Context: an optimization exercise on an open-source flow, tuned for small area, a short achievable clock period and few clock cycles. The choices shown serve that exercise and are no tape-out recipe.
Where RTL was checked, it was by simulation tests only, not by an equivalence proof against the original.
The RTL of run 5 was laid out without a check of its function.

[design/flow/run.sh]
#!/bin/bash
# synth_recipe.tcl (not shown) runs the flow's synth.tcl, then flattens the netlist and writes it again
# the make line also repeats each setting of config.mk as NAME=value (left out here)
make -C /OpenROAD-flow-scripts/flow DESIGN_CONFIG=/design/flow/config.mk WORK_HOME=/design/flow/orfs CLKGATE_MAP_FILE= SYNTH_SCRIPT=/design/flow/synth_recipe.tcl finish
[design/flow/config.mk]
export PLATFORM = sky130hd
export DESIGN_NAME = skc_evidence_hash
export DESIGN_NICKNAME = skc_evidence_hash
export VERILOG_FILES = /design/flow/design.v
export SDC_FILE = /design/flow/constraint.sdc
export NUM_CORES = 4
export LEC_CHECK = 0
export CAP_MARGIN = 20
export CELL_PAD_IN_SITES_DETAIL_PLACEMENT = 1
export CELL_PAD_IN_SITES_GLOBAL_PLACEMENT = 2
export CORE_MARGIN = 2
export CORE_UTILIZATION = 55
export GPL_ROUTABILITY_DRIVEN = 1
export PLACE_DENSITY = 0.65
export SETUP_SLACK_MARGIN = 5
export SLEW_MARGIN = 20
[design/flow/constraint.sdc]
create_clock -name core_clock -period 10.0 [get_ports {clk}]
set_input_delay 2.0000 -clock core_clock [delete_from_list [all_inputs] [get_ports {clk}]]
set_output_delay 2.0000 -clock core_clock [all_outputs]
set_load 0.01 [all_outputs]
[design/flow/design.v]
module skc_evidence_hash (
    input  wire         clk,
    input  wire         rst,             
    input  wire         gen_valid,
    output wire         gen_ready,
    input  wire [15:0]  gen_stream_id,
    input  wire [63:0]  gen_sequence,
    input  wire         in_valid,
    output wire         in_ready,
    input  wire [63:0]  in_data,
    input  wire         in_last,
    output reg          out_valid,
    output wire [255:0] out_chain
);
    function [31:0] rotr(input [31:0] x, input integer n);
        rotr = (x >> n) | (x << (32 - n));
    endfunction
    function [31:0] bsig0(input [31:0] x);
        bsig0 = rotr(x, 2) ^ rotr(x, 13) ^ rotr(x, 22);
    endfunction
    function [31:0] bsig1(input [31:0] x);
        bsig1 = rotr(x, 6) ^ rotr(x, 11) ^ rotr(x, 25);
    endfunction
    function [31:0] ssig0(input [31:0] x);
        ssig0 = rotr(x, 7) ^ rotr(x, 18) ^ (x >> 3);
    endfunction
    function [31:0] ssig1(input [31:0] x);
        ssig1 = rotr(x, 17) ^ rotr(x, 19) ^ (x >> 10);
    endfunction
    function [31:0] iv(input [2:0] i);
        case (i)
            3'd0: iv = 32'h6a09e667;  3'd1: iv = 32'hbb67ae85;
            3'd2: iv = 32'h3c6ef372;  3'd3: iv = 32'ha54ff53a;
            3'd4: iv = 32'h510e527f;  3'd5: iv = 32'h9b05688c;
            3'd6: iv = 32'h1f83d9ab;  default: iv = 32'h5be0cd19;
        endcase
    endfunction
    function [63:0] csa(input [31:0] x, input [31:0] y, input [31:0] z);
        csa = {((x & y) | (x & z) | (y & z)) << 1, x ^ y ^ z};
    endfunction
    function [31:0] bswap(input [31:0] x);
        bswap = {x[7:0], x[15:8], x[23:16], x[31:24]};
    endfunction
    localparam [2:0] S_LOAD  = 3'd0,    
                     S_LOADG = 3'd1,    
                     S_LOADD = 3'd2,    
                     S_RUN   = 3'd3,    
                     S_BND   = 3'd4;    
    localparam [2:0] K_SEG  = 3'd0,     
                     K_SEGL = 3'd1,     
                     K_CH1  = 3'd2,     
                     K_CH2  = 3'd3,     
                     K_GEN  = 3'd4;     
    reg [2:0]  st;
    reg [2:0]  kind;          
    reg        fin;           
    reg [5:0]  rnd;           
    reg [3:0]  ins;           
    reg        half;          
    reg        dd;            
    reg        pd;            
    reg        lastblk;       
    reg [12:0] nwords;        
    reg [31:0] w [0:15];      
    reg [31:0] hv [0:7];      
    reg [31:0] chain [0:7];   
    reg [31:0] va, vb, vc, vd, ve, vf, vg;
    reg [31:0] p;             
    reg [31:0] kr;            
    integer i;
    wire [5:0] kidx = (st == S_BND) ? 6'd1 :
                      (st == S_RUN && rnd != 6'd63) ? rnd + 6'd2 : 6'd0;
    reg [31:0] k_n;
    always @(*) begin
        case (kidx)
            6'd0:  k_n = 32'h428a2f98;  6'd1:  k_n = 32'h71374491;
            6'd2:  k_n = 32'hb5c0fbcf;  6'd3:  k_n = 32'he9b5dba5;
            6'd4:  k_n = 32'h3956c25b;  6'd5:  k_n = 32'h59f111f1;
            6'd6:  k_n = 32'h923f82a4;  6'd7:  k_n = 32'hab1c5ed5;
            6'd8:  k_n = 32'hd807aa98;  6'd9:  k_n = 32'h12835b01;
            6'd10: k_n = 32'h243185be;  6'd11: k_n = 32'h550c7dc3;
            6'd12: k_n = 32'h72be5d74;  6'd13: k_n = 32'h80deb1fe;
            6'd14: k_n = 32'h9bdc06a7;  6'd15: k_n = 32'hc19bf174;
            6'd16: k_n = 32'he49b69c1;  6'd17: k_n = 32'hefbe4786;
            6'd18: k_n = 32'h0fc19dc6;  6'd19: k_n = 32'h240ca1cc;
            6'd20: k_n = 32'h2de92c6f;  6'd21: k_n = 32'h4a7484aa;
            6'd22: k_n = 32'h5cb0a9dc;  6'd23: k_n = 32'h76f988da;
            6'd24: k_n = 32'h983e5152;  6'd25: k_n = 32'ha831c66d;
            6'd26: k_n = 32'hb00327c8;  6'd27: k_n = 32'hbf597fc7;
            6'd28: k_n = 32'hc6e00bf3;  6'd29: k_n = 32'hd5a79147;
            6'd30: k_n = 32'h06ca6351;  6'd31: k_n = 32'h14292967;
            6'd32: k_n = 32'h27b70a85;  6'd33: k_n = 32'h2e1b2138;
            6'd34: k_n = 32'h4d2c6dfc;  6'd35: k_n = 32'h53380d13;
            6'd36: k_n = 32'h650a7354;  6'd37: k_n = 32'h766a0abb;
            6'd38: k_n = 32'h81c2c92e;  6'd39: k_n = 32'h92722c85;
            6'd40: k_n = 32'ha2bfe8a1;  6'd41: k_n = 32'ha81a664b;
            6'd42: k_n = 32'hc24b8b70;  6'd43: k_n = 32'hc76c51a3;
            6'd44: k_n = 32'hd192e819;  6'd45: k_n = 32'hd6990624;
            6'd46: k_n = 32'hf40e3585;  6'd47: k_n = 32'h106aa070;
            6'd48: k_n = 32'h19a4c116;  6'd49: k_n = 32'h1e376c08;
            6'd50: k_n = 32'h2748774c;  6'd51: k_n = 32'h34b0bcb5;
            6'd52: k_n = 32'h391c0cb3;  6'd53: k_n = 32'h4ed8aa4a;
            6'd54: k_n = 32'h5b9cca4f;  6'd55: k_n = 32'h682e6ff3;
            6'd56: k_n = 32'h748f82ee;  6'd57: k_n = 32'h78a5636f;
            6'd58: k_n = 32'h84c87814;  6'd59: k_n = 32'h8cc70208;
            6'd60: k_n = 32'h90befffa;  6'd61: k_n = 32'ha4506ceb;
            6'd62: k_n = 32'hbef9a3f7;  default: k_n = 32'hc67178f2;
        endcase
    end
    wire run  = (st == S_RUN);
    wire bnd  = (st == S_BND);
    wire slot = run && rnd[5:4] == 2'b11;              
    wire start = bnd && (!fin || kind == K_SEG || kind == K_CH1);
    wire prod_on = (st == S_LOAD) || (slot && kind == K_SEG);
    wire prod_ok = dd || in_valid;
    wire stall   = slot && kind == K_SEG && !prod_ok;
    wire adv     = !stall;
    reg [31:0] prod_w;
    always @(*) begin
        if (!dd)
            prod_w = half ? bswap(in_data[63:32]) : bswap(in_data[31:0]);
        else if (!pd)
            prod_w = 32'h80000000;
        else if (ins == 4'd15 && lastblk)
            prod_w = {13'd0, nwords, 6'd0};              
        else
            prod_w = 32'd0;
    end
    wire prod_go = prod_on && prod_ok;
    assign in_ready  = prod_on && !dd && half;
    assign gen_ready = (st == S_LOADG) && (ins == 4'd15);
    reg [31:0] gen_w;
    always @(*) begin
        case (ins)
            4'd0:  gen_w = 32'h534b4556;
            4'd1:  gen_w = {gen_stream_id[7:0], gen_stream_id[15:8], 16'h0000};
            4'd2:  gen_w = bswap(gen_sequence[31:0]);
            4'd3:  gen_w = bswap(gen_sequence[63:32]);
            4'd8:  gen_w = 32'h80000000;
            4'd15: gen_w = 32'd256;
            default: gen_w = 32'd0;
        endcase
    end
    wire [31:0] s1 = bsig1(ve);
    wire [31:0] chf = (ve & vf) ^ (~ve & vg);
    wire [31:0] s0 = bsig0(va);
    wire [31:0] mj = (va & vb) ^ (va & vc) ^ (vb & vc);
    wire [63:0] t1  = csa(s1, chf, p);
    wire [63:0] te  = csa(t1[31:0], t1[63:32], vd);
    wire [63:0] ta1 = csa(t1[31:0], t1[63:32], s0);
    wire [63:0] ta  = csa(ta1[31:0], ta1[63:32], mj);
    wire [31:0] a_rnd = ta[31:0] + ta[63:32];
    wire [31:0] e_rnd = te[31:0] + te[63:32];
    wire [63:0] tw1 = csa(ssig1(w[14]), w[9], ssig0(w[1]));
    wire [63:0] tw  = csa(tw1[31:0], tw1[63:32], w[0]);
    wire [31:0] w_new = tw[31:0] + tw[63:32];
    wire [31:0] px = bnd ? hv[7] : vg;
    wire [63:0] tp   = csa(px, kr, w[0]);
    wire [31:0] p_nx = tp[31:0] + tp[63:32];
    wire [31:0] ha_sel = bnd ? hv[0] : (rnd[1:0] == 2'b01) ? hv[3] :
                         (rnd[1:0] == 2'b10) ? hv[2] : hv[1];
    wire [31:0] he_sel = bnd ? hv[4] : (rnd[1:0] == 2'b01) ? hv[7] :
                         (rnd[1:0] == 2'b10) ? hv[6] : hv[5];
    wire        ff_on  = !(bnd && !fin);
    wire [31:0] ff_a   = ha_sel + (ff_on ? va : 32'd0);
    wire [31:0] ff_e   = he_sel + (ff_on ? ve : 32'd0);
    wire        ff_run = run && adv && (rnd == 6'd61 || rnd == 6'd62 || rnd == 6'd63);
    reg [31:0] w_in;
    always @(*) begin
        w_in = w_new;
        case (st)
            S_LOAD:  w_in = prod_w;
            S_LOADG: w_in = gen_w;
            S_LOADD: w_in = hv[ins[2:0]];
            S_RUN: begin
                if (slot && kind == K_SEG)
                    w_in = prod_w;
                else if (slot && kind == K_SEGL && rnd[3])
                    w_in = chain[rnd[2:0]];
                else if (slot && kind == K_CH1)
                    w_in = (rnd[3:0] == 4'd0)  ? 32'h80000000 :
                           (rnd[3:0] == 4'd15) ? 32'd512 : 32'd0;
            end
            default: w_in = w_new;
        endcase
    end
    wire w_sh = (run && adv) || start || (st == S_LOAD && prod_go) ||
                (st == S_LOADG) || (st == S_LOADD);
    always @(posedge clk) begin
        if (adv) begin
            p  <= p_nx;
            kr <= k_n;
            vd <= bnd ? hv[3] : vc;
            va <= bnd ? ff_a  : a_rnd;
            vb <= bnd ? hv[1] : va;
            vc <= bnd ? hv[2] : vb;
            ve <= bnd ? ff_e  : e_rnd;
            vf <= bnd ? hv[5] : ve;
            vg <= bnd ? hv[6] : vf;
        end
        if (w_sh) begin
            for (i = 0; i < 15; i = i + 1)
                w[i] <= w[i + 1];
            w[15] <= w_in;
        end
        if (st == S_LOAD || st == S_LOADG) begin
            for (i = 0; i < 8; i = i + 1)
                hv[i] <= iv(i[2:0]);
        end else if (st == S_LOADD) begin
            hv[ins[2:0]] <= iv(ins[2:0]);
        end else if (ff_run) begin
            case (rnd[1:0])
                2'b01:   begin hv[3] <= ff_a; hv[7] <= ff_e; end
                2'b10:   begin hv[2] <= ff_a; hv[6] <= ff_e; end
                default: begin hv[1] <= ff_a; hv[5] <= ff_e; end
            endcase
        end else if (bnd && fin) begin
            hv[0] <= ff_a;
            hv[4] <= ff_e;
        end
        if (bnd && fin && (kind == K_CH2 || kind == K_GEN)) begin
            chain[0] <= ff_a;  chain[1] <= hv[1];
            chain[2] <= hv[2]; chain[3] <= hv[3];
            chain[4] <= ff_e;  chain[5] <= hv[5];
            chain[6] <= hv[6]; chain[7] <= hv[7];
        end
    end
    always @(posedge clk) begin
        if (rst) begin
            st        <= S_LOAD;
            rnd       <= 6'd63;
            ins       <= 4'd0;
            half      <= 1'b0;
            dd        <= 1'b0;
            pd        <= 1'b0;
            nwords    <= 13'd0;
            out_valid <= 1'b0;
        end else begin
            out_valid <= 1'b0;
            if (prod_go) begin
                ins <= ins + 4'd1;
                if (!dd) begin
                    half <= !half;
                    if (half) begin
                        nwords <= nwords + 13'd1;
                        if (in_last)
                            dd <= 1'b1;
                    end
                end else if (!pd) begin
                    pd <= 1'b1;
                end
                if (ins == 4'd14)
                    lastblk <= dd && pd;
                if (ins == 4'd15 && lastblk) begin
                    dd     <= 1'b0;
                    pd     <= 1'b0;
                    nwords <= 13'd0;
                end
            end
            case (st)
                S_LOAD: begin
                    if (gen_valid && !dd && ins == 4'd0) begin
                        st <= S_LOADG;
                    end else if (prod_go && ins == 4'd15) begin
                        kind <= lastblk ? K_SEGL : K_SEG;
                        fin  <= 1'b0;
                        st   <= S_BND;
                    end
                end
                S_LOADG: begin
                    ins <= ins + 4'd1;
                    if (ins == 4'd15) begin
                        kind <= K_GEN;
                        fin  <= 1'b0;
                        st   <= S_BND;
                    end
                end
                S_LOADD: begin
                    ins <= ins + 4'd1;
                    if (ins == 4'd15) begin
                        kind <= K_CH1;
                        fin  <= 1'b0;
                        st   <= S_BND;
                    end
                end
                S_RUN: begin
                    if (adv && rnd == 6'd63) begin
                        fin <= 1'b1;
                        st  <= S_BND;
                    end else if (adv) begin
                        rnd <= rnd + 6'd1;
                    end
                end
                default: begin    
                    if (start) begin
                        rnd <= 6'd0;
                        st  <= S_RUN;
                        if (fin)
                            kind <= (kind == K_CH1) ? K_CH2 :
                                    lastblk ? K_SEGL : K_SEG;
                    end else if (kind == K_SEGL) begin
                        ins <= 4'd8;
                        st  <= S_LOADD;
                    end else begin
                        out_valid <= 1'b1;
                        st        <= S_LOAD;
                    end
                end
            endcase
        end
    end
    genvar g;
    generate
        for (g = 0; g < 8; g = g + 1) begin : g_out
            assign out_chain[32*g +: 32] = bswap(chain[g]);
        end
    endgenerate
endmodule
==> results of run 1 <==
## worst max path at each step
stage	startpoint	to	depth (start not counted)
2_1_floorplan	in_valid	rnd[5]	8
4_1_cts	ve[7]	va[23]	20
3_3_place_gp	rnd[0]	hv[7][21]	19
3_5_place_dp	st[1]	hv[7][21]	19
## cells in the mapped netlist (30+ instances only)
master    count
edfxtp_1   1309
nand2_1     910
a21oi_1     455
nor2_1      398
inv_1       370
clkbuf_1    369
o21ai_0     336
xnor2_1     300
fa_1        219
ha_1        218
mux2i_1     176
xor2_1      136
a22oi_1     109
o22ai_1     109
nor2b_1      85
nor3_1       85
a21o_1       69
mux4_2       64
nand3_1      57
mux2_2       56
a211oi_1     53
o221ai_1     48
a31oi_1      46
nand2b_1     45
a222oi_1     43
buf_1        39
dfxtp_1      38
maj3_1       33
nand4_1      31
o21a_1       30
## through the flow
stage | worst slack [ns] | util | instances
2_1_floorplan | 2.34 | - | 6628
3_3_place_gp | 3.37 | 0.601 | 8542
3_5_place_dp | 3.24 | 0.601 | 8544
4_1_cts | 4.74 | 0.662 | 8993
## per-layer routing
metal,GRT overflow,track usage
met3,5,0.636
met1,4,0.791
met2,135,0.882
met5,1,0.384
met4,138,0.678
## logic make-up after synthesis
kind of cell,Yosys count
multiplexers,296
adder cells (fa/ha/maj),470
buffers and inverters,794
flip-flops,1347
XOR/XNOR,436
AND/OR/NAND/NOR,1728
AO/OA/AOI/OAI,1557
## what timing repair did
item / in CTS
endpoints found under the setup margin: 598
buffers inserted: 170
resized for setup: 352
cloned: 11
pin swaps: 112
==> summary.md, run 1 <==
| Metric | Value |
|---|---|
| Gr ovfl total | `283` |
| Multiplexer share of the synthesized area | `0.0508` |
| Cells after Synth | `6628` |
| CTS Hold Bufs | `0` |
| Asr flop ratio synth | `0` |
| Worst endpoint type | `register data pin` |
| Num Clock Sinks | `1347` |
| GRT Util Overall | `0.756` |
| Ys Warns | `3` |
| Port bufs | `407` |
| Synth area leaders | `edfxtp_1 (52%), fa_1 (5.8%), nand2_1 (4.5%)` |
| Synth Net Count | `7214` |
| Routability cong. | `1.08` |
| Leading register cell type out of synthesis | `edfxtp_1` |
| Synth Area in Compound Gates | `0.131` |
| Largest family of logic cells by synthesized area | `compound AO/OA/AOI/OAI gates` |
| Row cnt | `135` |
| Synth Area in XOR/XNOR | `0.0506` |
| Status | `aborted with a tool error` |
| Mean Syn Cell Area | `11.4 um2` |
| Synth top area share | `0.521` |
| Cell area after synthesis | `0.0755 mm2` |
| Worst endpoint, post-GRT repair | `w[15][29]$_DFFE_PP_/D` |
| Largest net degree at the start of global routing | `215` |
| Failed at | `global routing (5_1_grt)` |
| Root buffer selected by CTS | `clkbuf_16` |
| Die Ht | `374 um` |
| H-tree levels | `4` |
| Post-synthesis sequential area ratio | `0.531` |
| Post-synth EDFFs | `1309` |
| Die width | `374 um` |
| Clk buf depth | `3` |
| Yosys reg bits | `1347` |
| Placed cell area | `0.0816 mm2` |
| Log Error | `[ERROR GRT-0232] Routing congestion too high. Check the congestion heatmap in the GUI.` |
| Detail Placement HPWL | `277 mm` |
| Starting Density | `0.556` |
| Adder-Cell Fraction of Synth Area | `0.0986` |
| Largest area contributor in the netlist | `edfxtp_1` |
| Library cells used by synthesis | `86` |
| Synth Area in Simple Gates | `0.0982` |
| CTS buffer count | `147` |
| I/O pin cnt | `408` |
Testbench counts, summed over its fixed seeds: cycles 201,783.
==> run 2: changes to the inputs <==
--- a/design/flow/design.v
+++ b/design/flow/design.v
@@ -157,11 +157,11 @@
     wire [31:0] px = bnd ? hv[7] : vg;
     wire [63:0] tp   = csa(px, kr, w[0]);
     wire [31:0] p_nx = tp[31:0] + tp[63:32];
-    wire [31:0] ha_sel = bnd ? hv[0] : (rnd[1:0] == 2'b01) ? hv[3] :
-                         (rnd[1:0] == 2'b10) ? hv[2] : hv[1];
-    wire [31:0] he_sel = bnd ? hv[4] : (rnd[1:0] == 2'b01) ? hv[7] :
-                         (rnd[1:0] == 2'b10) ? hv[6] : hv[5];
-    wire        ff_on  = !(bnd && !fin);
+    wire        ldd    = (st == S_LOADD);
+    wire [1:0]  hsel   = ldd ? ins[1:0] : bnd ? 2'd0 : ~rnd[1:0] + 2'd1;
+    wire [31:0] ha_sel = hv[{1'b0, hsel}];
+    wire [31:0] he_sel = hv[{1'b1, hsel}];
+    wire        ff_on  = !(bnd && !fin) && !ldd;
     wire [31:0] ff_a   = ha_sel + (ff_on ? va : 32'd0);
     wire [31:0] ff_e   = he_sel + (ff_on ? ve : 32'd0);
     wire        ff_run = run && adv && (rnd == 6'd61 || rnd == 6'd62 || rnd == 6'd63);
@@ -171,7 +171,7 @@
         case (st)
             S_LOAD:  w_in = prod_w;
             S_LOADG: w_in = gen_w;
-            S_LOADD: w_in = hv[ins[2:0]];
+            S_LOADD: w_in = ins[2] ? ff_e : ff_a;
             S_RUN: begin
                 if (slot && kind == K_SEG)
                     w_in = prod_w;
==> design/flow/config.mk (replaced) <==
export PLATFORM = sky130hd
export DESIGN_NAME = skc_evidence_hash
export DESIGN_NICKNAME = skc_evidence_hash
export VERILOG_FILES = /design/flow/design.v
export SDC_FILE = /design/flow/constraint.sdc
export NUM_CORES = 4
export LEC_CHECK = 0
export CAP_MARGIN = 20
export CELL_PAD_IN_SITES_DETAIL_PLACEMENT = 0
export CELL_PAD_IN_SITES_GLOBAL_PLACEMENT = 1
export CORE_MARGIN = 2
export CORE_UTILIZATION = 42
export GPL_ROUTABILITY_DRIVEN = 1
export PLACE_DENSITY = 0.6
export SETUP_SLACK_MARGIN = 5
export SLEW_MARGIN = 20
==> run 2 against run 1 <==
Now clean on timing, DRC and antenna. Synthesized cell count is 1.6% lower. Area after synthesis is 2.2% lower.
==> summary.md, run 2 <==
| Metric | Value |
|---|---|
| Status | `finished clean` |
| Die width | `423 um` |
| Synth area leaders | `edfxtp_1 (53%), fa_1 (5.9%), nand2_1 (4.8%)` |
| Core box area | `0.174 mm2` |
| Pre-CTS setup slack | `3.06 ns` |
| Most numerous cell in the Yosys netlist | `edfxtp_1` |
| Met1 Use GR | `0.546` |
| Placed cells | `9060` |
| Row cnt | `153` |
| DRC viols | `0` |
| CP Class | `reg2reg` |
| Worst path arrival time | `5.69 ns` |
| Root buffer selected by CTS | `clkbuf_16` |
| CP dominant cell by count | `fa_1` |
| Post-synth EDFFs | `1309` |
| Largest net degree at the start of global routing | `168` |
| DR vias/cell | `6.45` |
| Starting Density | `0.424` |
| First-pass GRT wire length | `508 mm` |
| Ys Warns | `3` |
| Total die area | `0.179 mm2` |
| Grt peak-use layer | `met2` |
| Routed Antenna Nets | `0` |
| CP endpoint kind | `flip-flop` |
| Vias | `61900` |
| Gr ovfl total | `0` |
| Drt pass-1 iters | `9` |
| Synth top area share | `0.533` |
| Drt total wl | `389 mm` |
| Routability cong. | `1.02` |
| Worst-path cell chain | `buf_4 > xor2_1 > xnor2_1 > fa_1 > inv_1 > fa_1 > fa_1 > ha_1 > a21oi_1 > nor2b_1 > o21ai_0 > a21boi_0 > o21ai_0 > nand2b_1 > a211oi_1 > o2bb2ai_2 > xnor2_1 > mux2i_1` |
| RSZ-0062 raised after global routing | `true` |
| Max Fclk | `0.195 GHz` |
| GR Util met2 | `0.595` |
| 1st-iter DRT viols | `10500` |
| Biggest regs | `w (512), chain (256), hv (256)` |
| Max FO, Critical Path | `5` |
| Wire per inst | `40.5 um` |
| Final Critical Period | `5.13 ns` |
| Relative slew slack | `0.125` |
| Clk Latency, worst-skew pair | `0.85 ns` |
| Most frequent cells in the layout | `edfxtp_1 (1309), nand2_1 (917), clkdlybuf4s50_1 (406), buf_4 (372), inv_1 (361)` |
| Setup ws final | `4.87 ns` |
| Detail Placement HPWL | `284 mm` |
| Layout area overhead | `23.7%` |
| Startpoint Class | `flip-flop` |
| Port bufs | `407` |
| Post-synthesis sequential area ratio | `0.543` |
| Share of post-route cells with drive strength above 1 | `0.161` |
| CTS Hold Bufs | `0` |
| Synth Net Count | `7108` |
| Slowest cell delay on critical path | `0.56 ns` |
| Top cells by count, synth | `edfxtp_1 (1309), nand2_1 (934), a21oi_1 (383)` |
| Met3 GRT Util | `0.133` |
| Initial antenna violation count | `41` |
| HP Class | `reg2reg` |
| Biggest register | `w` |
| CTS tree | `built` |
| Library cells used by synthesis | `102` |
| Max reg flops | `512` |
| GRT Util Overall | `0.420` |
| Hold slack | `0.396 ns` |
| Non-filler cells, final | `9597` |
| H-tree levels | `4` |
| Num Clock Sinks | `1347` |
| Mean Syn Cell Area | `11.3 um2` |
| Worst-Margin Slew | `1.30 ns` |
| Largest area contributor in the netlist | `edfxtp_1` |
| Cells after Synth | `6522` |
| Slowest CP cell | `edfxtp_1` |
| Asr flop ratio synth | `0` |
| Leading cell type in the layout, fill and taps excluded | `edfxtp_1` |
| Critical Path RT | `10.55 ns` |
| Yosys reg bits | `1347` |
| Clk buf depth | `3` |
| Leading register cell type out of synthesis | `edfxtp_1` |
| Fin. max-slew vios | `0` |
| I/O pin cnt | `408` |
| Max Cap Violations | `0` |
| Final Cycle Share | `0.513` |
| Clock Skew | `0.0479 ns` |
| Hold Vio Cnt, Final | `0` |
| Die Ht | `423 um` |
| Vias in the first global route | `57000` |
| FILL cells | `15400` |
| Nets | `7720` |
| CTS buffer count | `154` |
| Setup TNS | `0 ns` |
| Clk slew on worst S/H paths | `0.07 ns` |
| Setup violations, final | `0` |
| Cell area after synthesis | `0.0738 mm2` |
[run 2: timing repair]
item | in CTS | in global routing
gates cloned | 12 | 7
pin swaps | 99 | 139
gates resized for setup | 276 | 229
setup buffers | 143 | 81
endpoints found under the hold margin | 0 | 0
setup endpoints to repair | 427 | 139
[run 2: layout make-up]
class | count | area, um2 | share of cell area
sequential | 1347 | 40100 | 0.439
multi-input combinational | 4398 | 33400 | 0.366
timing repair buffer | 851 | 8220 | 0.0900
clock buffer | 181 | 4030 | 0.0441
tap | 2325 | 2910 | 0.0319
inverter | 382 | 1460 | 0.0160
clock inverter | 98 | 1140 | 0.0125
antenna | 15 | 37.5 | 0.000411
[run 2: kinds of logic (layout without fill, tap and decap cells)]
group,count (synthesis),in the layout,synth area share
compound gates,1570,1572,0.138
xor+xnor,433,433,0.0515
fa+ha+maj,469,469,0.101
buf+inv,779,1512,0.0399
flops,1347,1347,0.543
mux,147,147,0.0210
other cells,0,15,0
simple gates,1777,1777,0.106
[run 2: final timing paths]
kind / from / endpoint / slack, ns / cells after the start
min: w[7][30] / w[6][30] / 0.40 / 0
max: ve[16] / va[31] / 4.87 / 18
max reg2reg: ve[16] / va[31] / 4.87 / 18
min reg2reg: w[7][30] / w[6][30] / 0.40 / 0
[run 2: stage by stage]
| step | util | cell area, um2 |
|---|---|---|
| after floorplan | - | 73900 |
| after global placement | 0.466 | 81300 |
| after detailed placement | 0.467 | 81300 |
| after CTS | 0.513 | 89400 |
| after global routing | 0.524 | 91300 |
| final | 0.524 | 91300 |
[run 2: critical path: cells and delay by family (launching register included)]
kind / cells / cell delay, ns
buf+inv: 2 / 0.40
xor+xnor: 3 / 0.71
mux: 1 / 0.08
fa+ha+maj: 4 / 1.85
flops: 1 / 0.56
simple gates: 2 / 0.13
compound gates: 6 / 1.12
[run 2: routing by layer]
layer | part of all wire | up-vias
li1 | - | 24900
met1 | 0.37 | 31000
met2 | 0.41 | 4881
met3 | 0.13 | 1088
met4 | 0.088 | 24
met5 | 0.00033 | -
Testbench counts of run 2, summed over its fixed seeds: cycles 201,783.
==> run 3: changes to the inputs <==
--- a/design/flow/config.mk
+++ b/design/flow/config.mk
@@ -9,8 +9,10 @@
 export CELL_PAD_IN_SITES_DETAIL_PLACEMENT = 0
 export CELL_PAD_IN_SITES_GLOBAL_PLACEMENT = 1
 export CORE_MARGIN = 2
-export CORE_UTILIZATION = 42
+export CORE_UTILIZATION = 45
+export CTS_CLUSTER_DIAMETER = 60
+export CTS_CLUSTER_SIZE = 30
 export GPL_ROUTABILITY_DRIVEN = 1
-export PLACE_DENSITY = 0.6
+export PLACE_DENSITY = 0.62
 export SETUP_SLACK_MARGIN = 5
 export SLEW_MARGIN = 20
==> run 3 against run 2 <==
Still clean. Via count grew 0.23%. Global-route usage grew 0.56 points. Area after synthesis is the same. Sequential share of layout area grew 0.23 points. Synthesized cell count is the same. Register-to-register slack lost 0.07 ns. First-iteration DRC count grew 1.3%. Design area shrank 0.52%.
==> summary.md, run 3 <==
| Metric | Value |
|---|---|
| Clock Skew | `0.0354 ns` |
| Ys Warns | `3` |
| CTS tree | `built` |
| Most frequent cells in the layout | `edfxtp_1 (1309), nand2_1 (919), clkdlybuf4s50_1 (406), inv_1 (361), a21oi_1 (349)` |
| Yosys reg bits | `1347` |
| Hold slack | `0.408 ns` |
| Status | `finished clean` |
| Setup violations, final | `0` |
| CP endpoint kind | `flip-flop` |
| Max Cap Violations | `0` |
| Largest net degree at the start of global routing | `166` |
| Placed cells | `8886` |
| Vias in the first global route | `55800` |
| Mean Syn Cell Area | `11.3 um2` |
| H-tree levels | `4` |
| First-pass GRT wire length | `484 mm` |
| DR vias/cell | `6.61` |
| Layout area overhead | `23.1%` |
| Critical Path RT | `10.54 ns` |
| Num Clock Sinks | `1347` |
| Core box area | `0.163 mm2` |
| HP Class | `reg2reg` |
| Setup TNS | `0 ns` |
| Port bufs | `407` |
| DRC viols | `0` |
| Die Ht | `409 um` |
| Total die area | `0.167 mm2` |
| Worst-Margin Slew | `1.43 ns` |
| Leading cell type in the layout, fill and taps excluded | `edfxtp_1` |
| RSZ-0062 raised after global routing | `true` |
| Hold Vio Cnt, Final | `0` |
| Clk Latency, worst-skew pair | `0.82 ns` |
| Biggest regs | `w (512), chain (256), hv (256)` |
| Max FO, Critical Path | `5` |
| Final instance area | `0.0908 mm2` |
| Synth top area share | `0.533` |
| Row cnt | `148` |
| Asr flop ratio synth | `0` |
| Relative slew slack | `0.0498` |
| Startpoint Class | `flip-flop` |
| Most numerous cell in the Yosys netlist | `edfxtp_1` |
| Final Cycle Share | `0.520` |
| Post-synth EDFFs | `1309` |
| Clk buf depth | `3` |
| Max Fclk | `0.192 GHz` |
| Cells after Synth | `6522` |
| Gr ovfl total | `0` |
| Synth Net Count | `7108` |
| CP Class | `reg2reg` |
| Worst path arrival time | `5.74 ns` |
| Root buffer selected by CTS | `clkbuf_16` |
| Biggest register | `w` |
| Routability cong. | `1.01` |
| Drt total wl | `368 mm` |
| Detail Placement HPWL | `267 mm` |
| Cell area after synthesis | `0.0738 mm2` |
| Fin. max-slew vios | `0` |
| Top cells by count, synth | `edfxtp_1 (1309), nand2_1 (934), a21oi_1 (383)` |
| Initial antenna violation count | `41` |
| Routed Antenna Nets | `0` |
| Nets | `7676` |
| Vias | `62000` |
| Drt pass-1 iters | `8` |
| Post-synthesis sequential area ratio | `0.543` |
| Share of post-route cells with drive strength above 1 | `0.159` |
| Largest area contributor in the netlist | `edfxtp_1` |
| Wire per inst | `39.2 um` |
| Die width | `409 um` |
| CTS buffer count | `132` |
| Leading register cell type out of synthesis | `edfxtp_1` |
| Library cells used by synthesis | `102` |
| 1st-iter DRT viols | `10700` |
| Final Critical Period | `5.20 ns` |
| Starting Density | `0.453` |
| Clk slew on worst S/H paths | `0.08 ns` |
| Placed cell area | `0.0809 mm2` |
| GRT Util Overall | `0.426` |
| Max reg flops | `512` |
| Non-filler cells, final | `9392` |
| Synth area leaders | `edfxtp_1 (53%), fa_1 (5.9%), nand2_1 (4.8%)` |
| I/O pin cnt | `408` |
-- run 3: cell counts after synthesis --
No cell type changed its count.
-- run 3: layout make-up --
| type | instances | area [um2] |
|---|---|---|
| Inverter | 382 | 1460 |
| Tap cell | 2175 | 2720 |
| Clock buffer | 141 | 3440 |
| Timing Repair Buffer | 829 | 8120 |
| Clock inverter | 103 | 1340 |
| Sequential cell | 1347 | 40100 |
| Antenna cell | 17 | 42.5 |
| Fill cell | 13900 | 71900 |
| Multi-Input combinational cell | 4398 | 33600 |
-- run 3: per-stage QoR --
| stage | utilization | setup slack, ns |
|---|---|---|
| after global placement | 0.497 | 3.13 |
| after CTS | 0.544 | 4.91 |
| after floorplan | - | -0.773 |
| final | 0.558 | 4.80 |
| after global routing | 0.558 | 4.71 |
| after detailed placement | 0.497 | 3.16 |
-- run 3: worst max-delay path, stage by stage (launching register included) --
cell and delay (ns):
edfxtp_1 0.42, buf_6 0.17, xor2_2 0.19, xnor2_2 0.17
fa_1 0.56, inv_2 0.06, fa_2 0.62, fa_1 0.49
ha_4 0.25, and2_4 0.14, a221o_1 0.39, buf_4 0.17
a21oi_2 0.18, o21ai_4 0.08, buf_12 0.15, a41oi_4 0.29
nor2b_1 0.09, o21ai_1 0.19, a221o_1 0.24, o21ai_1 0.08
-- run 3: metal layers --
layer,vias up,global-route usage,part of all wire
li1,24800,-,-
met1,31100,0.599,0.39
met2,5162,0.559,0.39
met3,908,0.160,0.15
met4,22,0.236,0.068
met5,-,0.00546,0.00072
-- run 3: final timing paths --
path | start | endpoint | slack [ns] | cells past startpoint
worst max-delay path | ve[8] | va[23] | 4.80 | 19
worst min-delay path | w[15][19] | w[14][19] | 0.41 | 0
worst max register to register | ve[8] | va[23] | 4.80 | 19
worst min register to register | w[15][19] | w[14][19] | 0.41 | 0
-- run 3: cells by family after synthesis --
family	share of synthesized area
multiplexers	0.0210
adder cells (fa/ha/maj)	0.101
flip-flops	0.543
AO/OA/AOI/OAI	0.138
XOR/XNOR	0.0515
AND/OR/NAND/NOR	0.106
buffers and inverters	0.0399
-- run 3: timing repair --
action                     CTS  global route
hold buffers                 0             0
setup endpoints to repair  370           139
buffers inserted           144            86
pin swaps                   77           157
gates resized for setup    261           263
cloned                       8             5
==> run 4: changes to the inputs <==
--- a/design/flow/design.v
+++ b/design/flow/design.v
@@ -62,6 +62,7 @@
     reg        lastblk;       
     reg [12:0] nwords;        
     reg [31:0] w [0:15];      
+    reg [31:0] wx;            
     reg [31:0] hv [0:7];      
     reg [31:0] chain [0:7];   
     reg [31:0] va, vb, vc, vd, ve, vf, vg;
@@ -151,9 +152,9 @@
     wire [63:0] ta  = csa(ta1[31:0], ta1[63:32], mj);
     wire [31:0] a_rnd = ta[31:0] + ta[63:32];
     wire [31:0] e_rnd = te[31:0] + te[63:32];
-    wire [63:0] tw1 = csa(ssig1(w[14]), w[9], ssig0(w[1]));
-    wire [63:0] tw  = csa(tw1[31:0], tw1[63:32], w[0]);
-    wire [31:0] w_new = tw[31:0] + tw[63:32];
+    wire [63:0] twx    = csa(w[10], ssig0(w[2]), w[1]);
+    wire [31:0] wx_nx  = twx[31:0] + twx[63:32];
+    wire [31:0] w_new  = ssig1(w[14]) + wx;
     wire [31:0] px = bnd ? hv[7] : vg;
     wire [63:0] tp   = csa(px, kr, w[0]);
     wire [31:0] p_nx = tp[31:0] + tp[63:32];
@@ -199,6 +200,7 @@
             vg <= bnd ? hv[6] : vf;
         end
         if (w_sh) begin
+            wx <= wx_nx;
             for (i = 0; i < 15; i = i + 1)
                 w[i] <= w[i + 1];
             w[15] <= w_in;
--- a/design/flow/config.mk
+++ b/design/flow/config.mk
@@ -9,10 +9,8 @@
 export CELL_PAD_IN_SITES_DETAIL_PLACEMENT = 0
 export CELL_PAD_IN_SITES_GLOBAL_PLACEMENT = 1
 export CORE_MARGIN = 2
-export CORE_UTILIZATION = 45
-export CTS_CLUSTER_DIAMETER = 60
-export CTS_CLUSTER_SIZE = 30
+export CORE_UTILIZATION = 42
 export GPL_ROUTABILITY_DRIVEN = 1
-export PLACE_DENSITY = 0.62
+export PLACE_DENSITY = 0.6
 export SETUP_SLACK_MARGIN = 5
 export SLEW_MARGIN = 20
==> run 4 against run 3 <==
Still clean. Design area increased by 2.3%. Via count grew 1.4%. Wire length up 4.1%. Critical path depth increased by 1. Worst setup slack better by 0.029 ns. Utilization down 3.9 points. Area after synthesis grew 2.6%. Critical path type unchanged.
==> summary.md, run 4 <==
| Metric | Value |
|---|---|
| Total die area | `0.184 mm2` |
| HP Class | `reg2reg` |
| Most numerous cell in the Yosys netlist | `edfxtp_1` |
| Yosys reg bits | `1379` |
| Clk Latency, worst-skew pair | `0.86 ns` |
| CP Class | `reg2reg` |
| Post-synthesis sequential area ratio | `0.542` |
| Ys Warns | `3` |
| First-pass GRT wire length | `507 mm` |
| Max Fclk | `0.193 GHz` |
| Top cells by count, synth | `edfxtp_1 (1341), nand2_1 (1009), inv_1 (420)` |
| FILL cells | `15900` |
| Vias | `62900` |
| Library cells used by synthesis | `101` |
| Clock Skew | `0.0494 ns` |
| Setup violations, final | `0` |
| Worst-path cell chain | `xor2_4 > xnor2_4 > fa_2 > xnor2_2 > xor2_1 > fa_1 > ha_1 > a21oi_2 > o211a_1 > o31ai_4 > nor3b_4 > a2bb2oi_2 > buf_6 > buf_4 > buf_6 > a21o_1 > a21oi_2 > xnor2_2 > nand2_1 > o21ai_1` |
| Nets | `7902` |
| Max Cap Violations | `0` |
| Leading register cell type out of synthesis | `edfxtp_1` |
| Slowest CP cell | `fa_2` |
| Core box area | `0.179 mm2` |
| Wire per inst | `38.9 um` |
| Biggest register | `w` |
| Synth Area in Simple Gates | `0.108` |
| Synth area leaders | `edfxtp_1 (53%), nand2_1 (5.0%), fa_1 (4.3%)` |
| Share of post-route cells with drive strength above 1 | `0.138` |
| Worst path arrival time | `5.87 ns` |
| Post-synth EDFFs | `1341` |
| CTS buffer count | `159` |
| Hold Vio Cnt, Final | `0` |
| Asr flop ratio synth | `0` |
| Routability cong. | `0.990` |
| Drt pass-1 iters | `8` |
| Slowest cell delay on critical path | `0.53 ns` |
| Synth Area in Compound Gates | `0.143` |
| DR vias/cell | `6.39` |
| Startpoint Class | `flip-flop` |
| Synth Area in XOR/XNOR | `0.0567` |
| Num Clock Sinks | `1379` |
| Status | `finished clean` |
| Post-layout util | `0.520` |
| Non-filler cells, final | `9842` |
| Routed Antenna Nets | `0` |
| Fin. max-slew vios | `0` |
| GRT Util Overall | `0.405` |
| Setup TNS | `0 ns` |
| Largest family of logic cells by synthesized area | `compound AO/OA/AOI/OAI gates` |
| Starting Density | `0.424` |
| Cells after Synth | `6779` |
| Detail Placement HPWL | `284 mm` |
| Root buffer selected by CTS | `clkbuf_16` |
| Cell area after synthesis | `0.0757 mm2` |
| Clk slew on worst S/H paths | `0.06 ns` |
| CTS Hold Bufs | `0` |
| Mean Syn Cell Area | `11.2 um2` |
| Synth top area share | `0.532` |
| Largest net degree at the start of global routing | `205` |
| CTS tree | `built` |
| Initial antenna violation count | `37` |
| Adder-Cell Fraction of Synth Area | `0.0907` |
| Gr ovfl total | `0` |
| Most frequent cells in the layout | `edfxtp_1 (1341), nand2_1 (994), inv_1 (412), clkdlybuf4s50_1 (405), a21oi_1 (351)` |
| DRC viols | `0` |
| Biggest regs | `w (512), chain (256), hv (256)` |
| Max FO, Critical Path | `3` |
| CP endpoint kind | `flip-flop` |
| 1st-iter DRT viols | `10300` |
| Row cnt | `155` |
| Leading cell type in the layout, fill and taps excluded | `edfxtp_1` |
| Placed cells | `9325` |
| H-tree levels | `4` |
| Final Critical Period | `5.18 ns` |
| Critical Path RT | `10.70 ns` |
| Die Ht | `429 um` |
| Multiplexer share of the synthesized area | `0.0187` |
| RSZ-0062 raised after global routing | `true` |
| Clk buf depth | `3` |
| I/O pin cnt | `408` |
| Max reg flops | `512` |
| Synth Net Count | `7335` |
| Die width | `429 um` |
| Port bufs | `407` |
| Worst-Margin Slew | `1.31 ns` |
| Relative slew slack | `0.125` |
| Final Cycle Share | `0.518` |
| Largest area contributor in the netlist | `edfxtp_1` |
| Vias in the first global route | `58200` |
| Layout area overhead | `22.7%` |
| Drt total wl | `383 mm` |
## run 4: path summary, 6_finish.rpt
check,slack (ns),to,cells past startpoint,from
setup / recovery,4.82,va[20],20,ve[13]
setup reg to reg,4.82,va[20],20,ve[13]
hold / removal,0.39,w[14][3],0,w[15][3]
hold reg to reg,0.39,w[14][3],0,w[15][3]
## run 4: routing by layer
layer / track usage / up-vias / share of wire
met1: 0.548 / 31900 / 0.39
met3: 0.114 / 862 / 0.12
met5: 0 / - / 0.00020
li1: - / 25800 / -
met4: 0.251 / 12 / 0.077
met2: 0.573 / 4338 / 0.41
## run 4: cell families (layout without fill, tap and decap cells)
group / Yosys count / in the layout
flip-flops: 1379 / 1379
AO/OA/AOI/OAI: 1640 / 1642
XOR/XNOR: 488 / 488
AND/OR/NAND/NOR: 1847 / 1847
adder cells (fa/ha/maj): 463 / 463
buffers and inverters: 826 / 1523
other: 0 / 9
multiplexers: 136 / 136
## run 4: final cells by class
class,instances,area (um2),share of cell area
Clock inverter,96,1130,0.0121
Timing Repair Buffer,804,8080,0.0870
Tap cell,2355,2950,0.0317
Antenna cell,9,22.5,0.000242
Timing Repair inverter,1,5.00,0.0000539
Sequential cell,1379,41100,0.442
Multi-Input combinational cell,4576,33900,0.364
Clock buffer,197,4190,0.0451
Inverter,425,1610,0.0173
## run 4: what timing repair did
item | 4_1_cts | 5_1_grt
endpoints found under the setup margin | 761 | 225
pin swaps | 80 | 105
resized for setup | 281 | 159
setup buffers | 105 | 85
gates cloned | 16 | 7
## run 4: metrics by stage
| stage | setup WS (ns) | area (um2) | hold WS (ns) |
|---|---|---|---|
| floorplan | 2.71 | 75800 | 0.400 |
| global placement | 3.22 | 83000 | 0.400 |
| detailed placement | 3.12 | 83100 | 0.405 |
| CTS | 4.79 | 91300 | 0.378 |
| global route | 4.69 | 92900 | 0.384 |
| finish | 4.82 | 92900 | 0.392 |
## run 4: worst max-delay path: cells and delay by family, from the launching register on
kind / cells / cell delay, ns
compound gates: 7 / 1.13
xor+xnor: 5 / 1.30
fa+ha+maj: 3 / 1.33
buf+inv: 3 / 0.35
flops: 1 / 0.50
simple gates: 2 / 0.40
Testbench counts of run 4, summed over its fixed seeds: cycles 201,783.
==> run 5: changes to the inputs <==
--- a/design/flow/design.v
+++ b/design/flow/design.v
@@ -35,9 +35,6 @@
             3'd6: iv = 32'h1f83d9ab;  default: iv = 32'h5be0cd19;
         endcase
     endfunction
-    function [63:0] csa(input [31:0] x, input [31:0] y, input [31:0] z);
-        csa = {((x & y) | (x & z) | (y & z)) << 1, x ^ y ^ z};
-    endfunction
     function [31:0] bswap(input [31:0] x);
         bswap = {x[7:0], x[15:8], x[23:16], x[31:24]};
     endfunction
@@ -62,15 +59,12 @@
     reg        lastblk;       
     reg [12:0] nwords;        
     reg [31:0] w [0:15];      
-    reg [31:0] wx;            
     reg [31:0] hv [0:7];      
     reg [31:0] chain [0:7];   
-    reg [31:0] va, vb, vc, vd, ve, vf, vg;
-    reg [31:0] p;             
-    reg [31:0] kr;            
+    reg [31:0] va, vb, vc, ve, vf, vg;
+    reg [31:0] p, q;          
     integer i;
-    wire [5:0] kidx = (st == S_BND) ? 6'd1 :
-                      (st == S_RUN && rnd != 6'd63) ? rnd + 6'd2 : 6'd0;
+    wire [5:0] kidx = rnd + 6'd1;
     reg [31:0] k_n;
     always @(*) begin
         case (kidx)
@@ -146,23 +140,18 @@
     wire [31:0] chf = (ve & vf) ^ (~ve & vg);
     wire [31:0] s0 = bsig0(va);
     wire [31:0] mj = (va & vb) ^ (va & vc) ^ (vb & vc);
-    wire [63:0] t1  = csa(s1, chf, p);
-    wire [63:0] te  = csa(t1[31:0], t1[63:32], vd);
-    wire [63:0] ta1 = csa(t1[31:0], t1[63:32], s0);
-    wire [63:0] ta  = csa(ta1[31:0], ta1[63:32], mj);
-    wire [31:0] a_rnd = ta[31:0] + ta[63:32];
-    wire [31:0] e_rnd = te[31:0] + te[63:32];
-    wire [63:0] twx    = csa(w[10], ssig0(w[2]), w[1]);
-    wire [31:0] wx_nx  = twx[31:0] + twx[63:32];
-    wire [31:0] w_new  = ssig1(w[14]) + wx;
+    wire [31:0] a_rnd = s1 + chf + p + s0 + mj;
+    wire [31:0] e_rnd = s1 + chf + q;
+    wire [31:0] w_new = ssig1(w[14]) + w[9] + ssig0(w[1]) + w[0];
     wire [31:0] px = bnd ? hv[7] : vg;
-    wire [63:0] tp   = csa(px, kr, w[0]);
-    wire [31:0] p_nx = tp[31:0] + tp[63:32];
-    wire        ldd    = (st == S_LOADD);
-    wire [1:0]  hsel   = ldd ? ins[1:0] : bnd ? 2'd0 : ~rnd[1:0] + 2'd1;
-    wire [31:0] ha_sel = hv[{1'b0, hsel}];
-    wire [31:0] he_sel = hv[{1'b1, hsel}];
-    wire        ff_on  = !(bnd && !fin) && !ldd;
+    wire [31:0] qx = bnd ? hv[3] : vc;
+    wire [31:0] p_nx = px + k_n + w[0];
+    wire [31:0] q_nx = qx + px + k_n + w[0];
+    wire [31:0] ha_sel = bnd ? hv[0] : (rnd[1:0] == 2'b01) ? hv[3] :
+                         (rnd[1:0] == 2'b10) ? hv[2] : hv[1];
+    wire [31:0] he_sel = bnd ? hv[4] : (rnd[1:0] == 2'b01) ? hv[7] :
+                         (rnd[1:0] == 2'b10) ? hv[6] : hv[5];
+    wire        ff_on  = !(bnd && !fin);
     wire [31:0] ff_a   = ha_sel + (ff_on ? va : 32'd0);
     wire [31:0] ff_e   = he_sel + (ff_on ? ve : 32'd0);
     wire        ff_run = run && adv && (rnd == 6'd61 || rnd == 6'd62 || rnd == 6'd63);
@@ -172,7 +161,7 @@
         case (st)
             S_LOAD:  w_in = prod_w;
             S_LOADG: w_in = gen_w;
-            S_LOADD: w_in = ins[2] ? ff_e : ff_a;
+            S_LOADD: w_in = hv[ins[2:0]];
             S_RUN: begin
                 if (slot && kind == K_SEG)
                     w_in = prod_w;
@@ -190,8 +179,7 @@
     always @(posedge clk) begin
         if (adv) begin
             p  <= p_nx;
-            kr <= k_n;
-            vd <= bnd ? hv[3] : vc;
+            q  <= q_nx;
             va <= bnd ? ff_a  : a_rnd;
             vb <= bnd ? hv[1] : va;
             vc <= bnd ? hv[2] : vb;
@@ -200,7 +188,6 @@
             vg <= bnd ? hv[6] : vf;
         end
         if (w_sh) begin
-            wx <= wx_nx;
             for (i = 0; i < 15; i = i + 1)
                 w[i] <= w[i + 1];
             w[15] <= w_in;
@@ -261,7 +248,7 @@
             end
             case (st)
                 S_LOAD: begin
-                    if (gen_valid && !dd && ins == 4'd0) begin
+                    if (gen_valid) begin
                         st <= S_LOADG;
                     end else if (prod_go && ins == 4'd15) begin
                         kind <= lastblk ? K_SEGL : K_SEG;
==> design/flow/config.mk (replaced) <==
export PLATFORM = sky130hd
export DESIGN_NAME = skc_evidence_hash
export DESIGN_NICKNAME = skc_evidence_hash
export VERILOG_FILES = /design/flow/design.v
export SDC_FILE = /design/flow/constraint.sdc
export NUM_CORES = 4
export LEC_CHECK = 0
export CAP_MARGIN = 20
export CELL_PAD_IN_SITES_DETAIL_PLACEMENT = 1
export CELL_PAD_IN_SITES_GLOBAL_PLACEMENT = 2
export CORE_MARGIN = 2
export CORE_UTILIZATION = 30
export GPL_ROUTABILITY_DRIVEN = 1
export PLACE_DENSITY = 0.5
export SLEW_MARGIN = 20
==> run 5 against run 4 <==
Worst setup slack worse by 3.5 ns. Highest routed layer unchanged. Fmax is 40% lower. Global-route usage is 6.7 points lower. Still clean. Flip-flop and latch count is 64 lower.
==> summary.md, run 5 <==
| Metric | Value |
|---|---|
| Initial antenna violation count | `56` |
| Vias in the first global route | `61700` |
| FILL cells | `27700` |
| Synth Net Count | `7648` |
| Hold Vio Cnt, Final | `0` |
| Synth Area in Compound Gates | `0.145` |
| Slowest cell delay on critical path | `0.97 ns` |
| Multiplexer share of the synthesized area | `0.0446` |
| Core box area | `0.257 mm2` |
| Root buffer selected by CTS | `clkbuf_16` |
| Nets | `8028` |
| Layout area overhead | `18.9%` |
| Status | `finished clean` |
| Library cells used by synthesis | `99` |
| H-tree levels | `4` |
| Worst Hold Path Cells | `0` |
| I/O pin cnt | `408` |
| Detail Placement HPWL | `355 mm` |
| GRT Util Overall | `0.338` |
| Relative slew slack | `0.161` |
| CTS tree | `built` |
| DRC viols | `0` |
| Placed cells | `10600` |
| R2r worst-path depth | `25` |
| Max Cap Violations | `0` |
| CTS Hold Bufs | `0` |
| Synth Area in Simple Gates | `0.102` |
| Starting Density | `0.302` |
| Non-filler cells, final | `10900` |
| Gr ovfl total | `0` |
| Drt total wl | `453 mm` |
| Yosys reg bits | `1315` |
| Worst path arrival time | `9.26 ns` |
| Post-synthesis sequential area ratio | `0.505` |
| 1st-iter DRT viols | `8272` |
| Top cells by count, synth | `edfxtp_1 (1277), nand2_1 (930), a21oi_1 (522)` |
| CP endpoint kind | `flip-flop` |
| Fin. max-slew vios | `0` |
| Mean Syn Cell Area | `11.1 um2` |
| Most numerous cell in the Yosys netlist | `edfxtp_1` |
| Row cnt | `186` |
| Clk Latency, worst-skew pair | `0.86 ns` |
| Asr flop ratio synth | `0` |
| Port bufs | `407` |
| Startpoint Class | `flip-flop` |
| Total die area | `0.262 mm2` |
| Largest area contributor in the netlist | `edfxtp_1` |
| Critical Path RT | `10.60 ns` |
| Wire per inst | `41.4 um` |
| Drt pass-1 iters | `9` |
| Most frequent cells in the layout | `edfxtp_1 (1277), nand2_1 (925), a21oi_1 (520), inv_1 (434), clkdlybuf4s50_1 (407)` |
| Vias | `63000` |
| Pre-CTS setup slack | `1.43 ns` |
| Synth Area in XOR/XNOR | `0.0562` |
| Adder-Cell Fraction of Synth Area | `0.106` |
| Cells after Synth | `7000` |
| Max Fclk | `0.115 GHz` |
| Largest family of logic cells by synthesized area | `compound AO/OA/AOI/OAI gates` |
| Routability cong. | `0.970` |
| Max FO, Critical Path | `45` |
| Slowest CP cell | `o31ai_1` |
| Final Cycle Share | `0.867` |
| Synth area leaders | `edfxtp_1 (50%), fa_1 (5.8%), nand2_1 (4.5%)` |
| Biggest register | `w` |
| Post-synth EDFFs | `1277` |
| HP Class | `reg2reg` |
| Share of post-route cells with drive strength above 1 | `0.0945` |
| Largest net degree at the start of global routing | `194` |
| Leading register cell type out of synthesis | `edfxtp_1` |
| Setup violations, final | `0` |
| Num Clock Sinks | `1315` |
| Worst-Margin Slew | `1.22 ns` |
| Clk slew on worst S/H paths | `0.06 ns` |
| Postcts setup bufs | `0` |
| Die Ht | `512 um` |
| Biggest regs | `w (512), chain (256), hv (256)` |
| Max reg flops | `512` |
| Routed Antenna Nets | `0` |
| Setup ws final | `1.33 ns` |
| Ys Warns | `3` |
| Post_cts resized | `0` |
| Leading cell type in the layout, fill and taps excluded | `edfxtp_1` |
| Synth top area share | `0.495` |
| Clk buf depth | `3` |
| DR vias/cell | `5.75` |
| Cell area after synthesis | `0.0774 mm2` |
| Clock Skew | `0.0779 ns` |
| First-pass GRT wire length | `594 mm` |
| CTS buffer count | `163` |
| Final Critical Period | `8.67 ns` |
| Die width | `512 um` |
| RSZ-0062 raised after global routing | `false` |
| CP Class | `reg2reg` |
run 5: metal layers:
metal | GRT usage | share of wire | vias up | wire [um]
met2 | 0.515 | 0.44 | 3012 | 200000
met5 | 0 | 0.00030 | - | 138
li1 | - | - | 26200 | -
met3 | 0.0494 | 0.071 | 559 | 32300
met4 | 0.170 | 0.058 | 14 | 26500
met1 | 0.467 | 0.43 | 33200 | 194000
run 5: layout make-up:
type | instances | area (um2) | area share
Timing Repair Buffer | 624 | 5900 | 0.0641
Tap cell | 3384 | 4230 | 0.0460
Inverter | 439 | 1650 | 0.0179
Antenna cell | 42 | 105 | 0.00114
Multi-Input combinational cell | 4837 | 35500 | 0.385
Sequential cell | 1315 | 39100 | 0.425
Clock buffer | 192 | 4200 | 0.0456
Clock inverter | 108 | 1360 | 0.0147
run 5: worst max-delay path, delay by kind of cell, from the launching register on:
family          cells  cell delay [ns]
compound gates      8             2.93
fa+ha+maj           4             1.75
simple gates        6             1.41
buf+inv             5             1.25
flops               1             0.69
xor+xnor            2             0.30
run 5: metrics by stage:
step | instance area (um2) | hold WS (ns) | util | TNS, ns
4_1_cts | 91900 | 0.378 | 0.358 | 0
6_report | 92000 | 0.385 | 0.359 | 0
5_1_grt | 92000 | 0.382 | 0.358 | 0
3_3_place_gp | 86300 | 0.400 | 0.336 | 0
2_1_floorplan | 77500 | 0.400 | - | -395.24
3_5_place_dp | 86400 | 0.405 | 0.336 | 0
run 5: logic make-up after synthesis:
group | Yosys count
and+or+nand+nor | 1810
AOI/OAI and AO/OA | 1746
DFF | 1315
buffers and inverters | 848
adders and majority gates | 530
xor gates and xnor gates | 494
muxes | 257
run 5: path summary, 6_finish.rpt:
path | start | endpoint | slack (ns)
max | rnd[1] | q[31] | 1.33
min | w[15][0] | w[14][0] | 0.39
max reg2reg | rnd[1] | q[31] | 1.33
min reg2reg | w[15][0] | w[14][0] | 0.39

-- port drivers added, routing unchanged --
The results above use ideal ports. As a check the final layouts listed here were re-extracted and re-timed, cells and wires unchanged.
Step 1, drivers: a clkbuf_16 drives clk and a buf_2 each remaining input, both assumed.
Step 2 moves the port delays by t, midway between the first and last clock arrival at a register: inputs arrive t later, outputs are due t later. That takes back most of the time a late clock gives input paths.
Three values: ideal ports, drivers, drivers and shift; two values: the first two.
run | t, ns | slack for setup (ns) | hold WS [ns]
run 2 | 0.922 | 4.866 / 4.866 / 4.086 | 0.396 / 0.396 / 0.396
run 3 | 0.884 | 4.795 / 4.795 / 4.229 | 0.408 / 0.408 / 0.408
run 4 | 0.927 | 4.824 / 4.824 / 4.453 | 0.392 / 0.392 / 0.392
run 5 | 0.938 | 1.335 / 1.335 / 1.335 | 0.385 / 0.385 / 0.385
After both steps setup and hold are still met in every run listed. For run 2, which loses most, drivers alone change the setup slack by 0.000 ns; drivers and shift together by -0.780 ns.
